Source: an optimization exercise on an open RTL-to-GDS flow (aim: small area, a short achievable clock period and few clock cycles per item). Production flows keep margins and buffers that such runs may drop. In this exercise RTL edits were held to simulation tests only and were not proved equivalent to the original. Power and IR drop assume default switching activity.

## v18
Design glemi_alu, start of the top module:
module glemi_alu (
    input  wire        clk,
    input  wire        rst,
    input  wire        in_valid,
    output wire        in_ready,
    input  wire [5:0]  in_fn,
    input  wire [31:0] in_a,
    input  wire [31:0] in_b,
    input  wire [3:0]  in_flags,
    output reg         out_valid,
    output reg  [31:0] out_rd,
    output wire [31:0] out_rr,
    output reg         out_wr_rd,
    output reg         out_wr_rr,
    output wire [3:0]  out_flags,
    output reg         out_dz,
    output reg         out_illegal
);
For scale: roughly 5200 cells after synthesis, about 220 flip-flops, about 30000 um^2 of cells after synthesis.
Settings: LEC_CHECK=0, ABC_AREA=1, CAP_MARGIN=20, CORE_MARGIN=2, CORE_UTILIZATION=45, SLEW_MARGIN=20; clock period 11.0 ns.
standard.sh (not shown) runs the stock make flow with config.mk's settings and CLKGATE_MAP_FILE= SYNTH_SCRIPT=/design/flow/synth_recipe.tcl, a recipe that flattens the netlist after the stock synthesis.
==> flow/flow/run.sh <==
#!/bin/bash
set -e
export BUFFER_PORTS_ARGS="-buffer_cell sky130_fd_sc_hd__buf_1"
export ADDER_MAP_FILE=
export SETUP_SLACK_MARGIN=7
bash standard.sh > standard.log 2>&1
Testbench counts of v18, summed over its fixed seeds: cycles 44,555, ops 24,000.
[inputs] v1 vs v18
- putting SETUP_SLACK_MARGIN at 5 where nothing was set
==> flow/flow/run.sh <==
#!/bin/bash
set -e
export BUFFER_PORTS_ARGS="-buffer_cell sky130_fd_sc_hd__buf_1"
bash standard.sh > standard.log 2>&1
--- outcome ---
Looking at sequential share of layout area, v1 sits 0.67 points above v18. Final instance count without filler cells: v1 < v18. Going from v18 to v1, final area lost 1300 um^2, total power picked up an extra 640 uW, final-layout clock buffer total lost about 6%, leakage dissipation lost about 3.2%.
Edits applied to the flow inputs when going from v1 to v37:
- clearing SETUP_SLACK_MARGIN, which used to be 5
==> flow/flow/run.sh <==
#!/bin/bash
set -e
export BUFFER_PORTS_ARGS="-buffer_cell sky130_fd_sc_hd__buf_1"
export ADDER_MAP_FILE=
export SETUP_SLACK_MARGIN=7.25
bash standard.sh > standard.log 2>&1
## What came out
Non-clock buffer count went up by more than half going from v1 to v37. Going from v1 to v37, final worst-path setup slack has increased; cell area after layout rose 2600 um^2; standard cell area after detailed placement went down. Relative to v1, the sequential power of v37 is lower by about 10%. | signed area change from the synthesized netlist to the final layout | v37 vs v1 | 12 points higher |.
> inputs changed (v37 -> v53)
==> flow/flow/run.sh <==
#!/bin/bash
set -e
export BUFFER_PORTS_ARGS="-buffer_cell sky130_fd_sc_hd__buf_1"
export SETUP_SLACK_MARGIN=6.75
bash standard.sh > standard.log 2>&1
Findings:
- Of v53 and v37, v37 shows the higher worst setup slack, with v53 below it.
- A standard cell with the maximum stage delay on the critical path of sky130_fd_sc_hd__nand3_1 is what v53 shows, while sky130_fd_sc_hd__nor4_4 belongs to v37.
- From v53 to v37, number of pins exceeding their max-slew limit in the final report did not move at all.
- Share of synthesized area occupied by flip-flops and latches is higher on v37
Relative to v53, the following input files were edited for v31:
- CORE_UTILIZATION changed from 45 to 55
- SETUP_SLACK_MARGIN newly set to 5
==> flow/run.sh (new file) <==
#!/bin/bash
# synth_recipe.tcl (not shown) runs the flow's synth.tcl, then flattens the netlist and writes it again
# the make line also repeats each setting of config.mk as NAME=value (left out here)
make -C /OpenROAD-flow-scripts/flow DESIGN_CONFIG=/design/flow/config.mk WORK_HOME=/design/flow/orfs CLKGATE_MAP_FILE= SYNTH_SCRIPT=/design/flow/synth_recipe.tcl finish
removed: flow/flow/run.sh
removed: flow/standard.sh
Notes after the runs:
Design internal power (higher): v53
Going from v53 to v31, number of DRC markers after the initial detailed-route iteration grew by 24%; actual transition at the worst max-transition pin shrank by 0.038 ns; placement-stage cell area grew by 1.9%; count of non-CTS inverters in the layout shrank by 0.80%; length of routed met3 wiring shrank by 1.8%.
Changes observed in v31 relative to v53: starting density of the core has increased, post-route clock period utilization has increased, largest vdd supply drop has increased.

## afterwards: timing with drivers on the ports
The results above use ideal ports. As a check the final layouts listed here were re-extracted and re-timed, cells and wires unchanged.
Step 1 assumes that a clkbuf_16 drives the clock port and a buf_2 every other input.
Step 2 adds t to the input delays and takes it off the output delays; t is the mean of the earliest and latest rising clock arrival at the registers after step 1. Input paths then give back, and output paths get back, about the clock's delay inside the block.
Three values: ideal, step 1, step 2; two values: the first two.
| run | t, ns | slack for setup (ns) | worst hold slack (ns) | clock arrival spread, ns | cell pins on the clock port's net |
|---|---|---|---|---|---|
| v18 | 0.711 | 6.490 / 6.415 / 6.239 | 0.417 / 0.417 / 0.417 | 0.066 / 0.067 | 1 |
| v1 | 0.706 | 5.392 / 5.392 / 5.392 | 0.430 / 0.430 / 0.430 | 0.043 / 0.043 | 1 |
| v37 | 0.696 | 6.513 / 6.437 / 6.560 | 0.427 / 0.427 / 0.427 | 0.022 / 0.022 | 1 |
| v53 | 0.707 | 6.441 / 6.441 / 6.186 | 0.430 / 0.430 / 0.430 | 0.047 / 0.047 | 1 |
| v31 | 0.703 | 5.144 / 5.144 / 5.090 | 0.435 / 0.435 / 0.435 | 0.024 / 0.024 | 1 |
After both steps every run listed still meets setup and hold. For v53, which loses most, drivers alone change the setup slack by 0.000 ns; drivers and shift together by -0.255 ns.
